Source: an optimization exercise on an open RTL-to-GDS flow (aim: small area and a short achievable clock period). Production flows keep margins and buffers that such runs may drop.
The RTL was checked by simulation tests, not by an equivalence proof against the original design.

== run 1 ==
Design nr_temporal, start of the top module:
module nr_temporal (
    input  wire        clk,
    input  wire        rst,
    input  wire        cfg_we,
    input  wire [5:0]  cfg_addr,
    input  wire [31:0] cfg_wdata,
    input  wire        in_valid,
    input  wire [15:0] in_cur,      
    input  wire [15:0] in_ref,      
    input  wire        in_ref_ok,   
    input  wire [1:0]  in_x,        
    input  wire [1:0]  in_y,        
    output reg         out_valid,
    output reg  [15:0] out_pix
);
export LEC_CHECK = 0
export CAP_MARGIN = 5
export CORE_MARGIN = 2
export CORE_UTILIZATION = 75
export CTS_CLUSTER_DIAMETER = 100
export CTS_CLUSTER_SIZE = 30
export SLEW_MARGIN = 5
create_clock -name core_clock -period 80.0 [get_ports {clk}]
standard.sh (not shown) runs the stock make flow with config.mk's settings and CLKGATE_MAP_FILE= SYNTH_SCRIPT=/design/flow/synth_recipe.tcl, a recipe that flattens the netlist after the stock synthesis.
==> flow/flow/run.sh <==
#!/bin/bash
# The standard layout (the standard.sh: standard synthesis and the ORFS
# flow to the final layout), with the input and output port buffers made of
# plain buffers (sky130_fd_sc_hd__buf_2) instead of the resizer's default
# pick. Every port still gets its own buffer.
set -o pipefail
export BUFFER_PORTS_ARGS="-buffer_cell sky130_fd_sc_hd__buf_2"
bash standard.sh finish > standard.log 2>&1
Run 1 completed every stage of the flow, and the final layout passed the timing, DRC and antenna checks.
Setup changes, run 1 to run 2
Settings: CTS_CLUSTER_DIAMETER: 100 -> 60; CTS_CLUSTER_SIZE: 30 -> 35.
==> comparison <==
Minimum period implied by the final worst setup slack, run 2 and run 1: larger value in run 2
Between run 2 and run 1, the delay of the slowest cell on the worst path figures differ only marginally.
Clock network area share up 1.8 points in run 2 wrt run 1
Run 2 ended with more clock latency reported for the late side of the worst-skew pair than run 1.
[inputs] run 3 vs run 2
Settings: SLEW_MARGIN now 10, was 5; CTS_CLUSTER_SIZE now 25, was 35; CORE_UTILIZATION now 65, was 75; CAP_MARGIN now 10, was 5; CTS_CLUSTER_DIAMETER now 100, was 60; GPL_ROUTABILITY_DRIVEN now 0, previously not set; GPL_TIMING_DRIVEN now 0, previously not set.
[summary]
Run 2 → run 3: cell area now sits at about the same level, count of inserted antenna diode cells went up, total of fill cells in the finished design now sits higher.
Diff run 2 -> run 3: final cell utilization of the core fell by 10 points, register-to-register slack picked up an extra 0.44 ns.
Upper clock frequency limit of run 3 is on par with run 2.
diff inputs: run 3 => run 4
Settings: SLEW_MARGIN changed from 10 to 5; GPL_ROUTABILITY_DRIVEN removed (was 0); CORE_UTILIZATION changed from 65 to 75; CAP_MARGIN changed from 10 to 5; CTS_CLUSTER_DIAMETER changed from 100 to 150; GPL_TIMING_DRIVEN removed (was 0).
Notes after the runs:
Clock skew: run 4 vs run 3 down 0.025 ns. Run 4 against run 3: headroom to the max-slew limit up 4.0 points, sum of routed wire length over all layers has decreased, critical path depth roughly the same, number of iterations in the first detailed-routing pass moved up. CTS buffer count in run 4 vs run 3: down about 12%. Against run 3, run 4 reports a upper clock frequency limit that is higher. In summary, run 4 completed successfully, with a layout that passed the timing, DRC and antenna checks. In the flow results for run 4 and run 3, the starting density of the core is smaller on run 3.
> inputs changed (run 4 -> run 5)
Settings: changing SLEW_MARGIN from 5 to 10; changing CAP_MARGIN from 5 to 10; changing CTS_CLUSTER_DIAMETER from 150 to 100; changing CORE_UTILIZATION from 75 to 65.
Findings:
Run 5: number of cells after detailed placement is about 2.4% higher than what run 4 reported.
Changes observed in run 5 relative to run 4: final hold slack fell by 0.0036 ns; data required time of the worst path level; die area went up by 15%; register-to-register slack up 0.18 ns.
Compared with run 4, run 5 improves via count.
Comparing run 4 with run 5, the fraction of the cycle the final worst path needs came out essentially unchanged.

lane 1:
Another version of the RTL of nr_temporal (not shown whole).
Size in the first run: roughly 800 flip-flops, roughly 96 I/O pins.
clock: 80.0 ns
lec_check: 0
cap_margin: 5
core_margin: 2
core_utilization: 75
cts_cluster_diameter: 100
cts_cluster_size: 25
slew_margin: 5
Scripts as last shown in full above: flow/flow/run.sh
Lane 1: all stages complete, timing, DRC and antenna checks passed
What lane 2 does differently from lane 1 at the input level:
Settings: swapping 100 for 150 in CTS_CLUSTER_DIAMETER.
### Flow results
- Compared with lane 1, in lane 2 number of max-slew violations in the final report did not really move; clock slew at the register clock pins of the worst setup and hold paths comparable; cell area level; final-layout worst hold slack comparable.
- Sequential share of layout area of lane 2 is on par with lane 1.
- [compare] base=lane 1 new=lane 2: fill cell total of the finished layout went up about 0.5%.
What lane 3 does differently from lane 2 at the input level:
Settings: a change of CORE_UTILIZATION from 75 to 85.
Findings:
- Compared with lane 2, lane 3 ends up with a smaller final cell area.
- Lane 3 vs. lane 2: utilization picked up an extra 10 points, number of buffers other than clock buffers in the final layout lost 13.
- Between lane 2 and lane 3, count of clock-buffer cells in the layout increased.
- Changes observed in lane 3 relative to lane 2: die area fell 12%, routed length on met3 rose about 60%.

nr_temporal with an RTL version that a note above also has.
Size in the first run: ~6700 cells after synthesis, roughly 96 I/O pins, about 57000 um2 of cells after synthesis.
==> flow/config.mk <==
export PLATFORM = sky130hd
export DESIGN_NAME = nr_temporal
export DESIGN_NICKNAME = nr_temporal
export VERILOG_FILES = /design/flow/design.v
export SDC_FILE = /design/flow/constraint.sdc
export NUM_CORES = 4
export LEC_CHECK = 0
export CAP_MARGIN = 5
export CORE_MARGIN = 2
export CORE_UTILIZATION = 75
export CTS_CLUSTER_DIAMETER = 100
export CTS_CLUSTER_SIZE = 25
export SLEW_MARGIN = 5
==> flow/constraint.sdc <==
create_clock -name core_clock -period 80.0 [get_ports {clk}]
set_input_delay 16.0000 -clock core_clock [delete_from_list [all_inputs] [get_ports {clk}]]
set_output_delay 16.0000 -clock core_clock [all_outputs]
set_load 0.01 [all_outputs]
==> flow/flow/run.sh <==
#!/bin/bash
# The standard layout (the standard.sh: standard synthesis and the ORFS
# flow to the final layout), with the input and output port buffers made of
# plain buffers (sky130_fd_sc_hd__buf_2) instead of the resizer's default
# pick. Every port still gets its own buffer.
set -o pipefail
export BUFFER_PORTS_ARGS="-buffer_cell sky130_fd_sc_hd__buf_2"
export CTS_BUF_DISTANCE=400
bash standard.sh finish > standard.log 2>&1
Then changed:
--- a/flow/flow/run.sh
+++ b/flow/flow/run.sh
@@ -8 +7,0 @@
-export CTS_BUF_DISTANCE=400
- CAP_MARGIN: 5 -> 10
- CORE_UTILIZATION: 75 -> 55
- CTS_CLUSTER_DIAMETER: 100 -> 80
- CTS_CLUSTER_SIZE: 25 -> 30
- SLEW_MARGIN: 5 -> 10
The new run completed without violations. Final cell count increases by a few percent. Cell area increases slightly. Worst setup slack got worse by 72 ps. Non-clock buffer count decreases by 5. Register-to-register slack improved by 510 ps. Flip-flop and latch count does not change. Via count decreases by a few percent. First-iteration DRC count decreases by about a fifth.
Then changed:
- CAP_MARGIN: 10 -> 5
- CORE_UTILIZATION: 55 -> 75
- CTS_CLUSTER_DIAMETER: 80 -> 60
- CTS_CLUSTER_SIZE: 30 -> 20
- SLEW_MARGIN: 10 -> 5
Hold slack degrades by 32 ps.
Non-clock buffer count rose by 5.
Via count went up by 4.4%.
Setup slack gains 20 ps.
Routed wire length went down by 5.6%.
Register-to-register slack gets worse by 530 ps.
Synthesized cell count stays the same.
Sequential cell count stays the same.
Design area is about the same.
Then changed:
- CTS_CLUSTER_DIAMETER: 60 -> 100
- CTS_CLUSTER_SIZE: 20 -> 25
Result: The changed run finished with timing, DRC and antenna clean. Sequential share of layout area came out higher by 0.40 points. Final area shrinks by 1.4%. Core utilization drops by 1.1 points. Sequential cell count is unchanged. Clock-buffer cell count drops by 19. Wire length is lower by 0.72%. Synthesized cell count stays the same. Cell count decreases by 0.63%. Via count went down by 0.69%. First-iteration DRC count went down by 2.5%.

## afterwards: timing with drivers on the ports
The results above use ideal ports. As a check the final layouts listed here were re-extracted and re-timed, cells and wires unchanged.
Step 1 (the two cells are an assumption about what drives the block):
set clk [get_ports {clk}]
set_driving_cell -lib_cell sky130_fd_sc_hd__clkbuf_16 $clk
set_driving_cell -lib_cell sky130_fd_sc_hd__buf_2 [delete_from_list [all_inputs] $clk]
Step 2 also shifts input and output timing later by t, the mid clock arrival at the registers, as if the neighbouring blocks saw the same clock.
a / b / c = ideal ports / drivers / drivers and shift; a / b = the first two.
run | t, ns | setup slack, ns | worst hold slack (ns) | latest minus earliest clock arrival (ns)
run 1 | 0.678 | 62.932 / 62.858 / 63.137 | 0.315 / 0.315 / 0.315 | 0.043 / 0.043
run 2 | 0.730 | 62.864 / 62.792 / 63.183 | 0.309 / 0.309 / 0.309 | 0.079 / 0.079
run 3 | 0.704 | 62.881 / 62.805 / 62.686 | 0.321 / 0.321 / 0.321 | 0.063 / 0.063
run 4 | 0.667 | 62.957 / 62.885 / 63.127 | 0.326 / 0.326 / 0.326 | 0.024 / 0.024
run 5 | 0.702 | 62.897 / 62.821 / 63.164 | 0.322 / 0.322 / 0.322 | 0.076 / 0.076
lane 1 | 0.690 | 62.941 / 62.866 / 62.891 | 0.325 / 0.325 / 0.325 | 0.031 / 0.032
lane 2 | 0.680 | 62.933 / 62.863 / 62.867 | 0.325 / 0.325 / 0.325 | 0.054 / 0.054
lane 3 | 0.713 | 62.897 / 62.827 / 62.662 | 0.327 / 0.327 / 0.327 | 0.063 / 0.064
the first run of note 3 | 0.682 | 62.932 / 62.863 / 63.136 | 0.315 / 0.315 / 0.315 | 0.035 / 0.035
the second run of note 3 | 0.748 | 62.860 / 62.781 / 63.164 | 0.335 / 0.335 / 0.335 | 0.077 / 0.078
the third run of note 3 | 0.742 | 62.881 / 62.807 / 63.142 | 0.303 / 0.303 / 0.303 | 0.073 / 0.073
the fourth run of note 3 | 0.682 | 62.932 / 62.863 / 63.136 | 0.315 / 0.315 / 0.315 | 0.035 / 0.035
After both steps every run listed still meets setup and hold. For lane 3, which loses most, drivers alone change the setup slack by -0.070 ns; drivers and shift together by -0.235 ns.
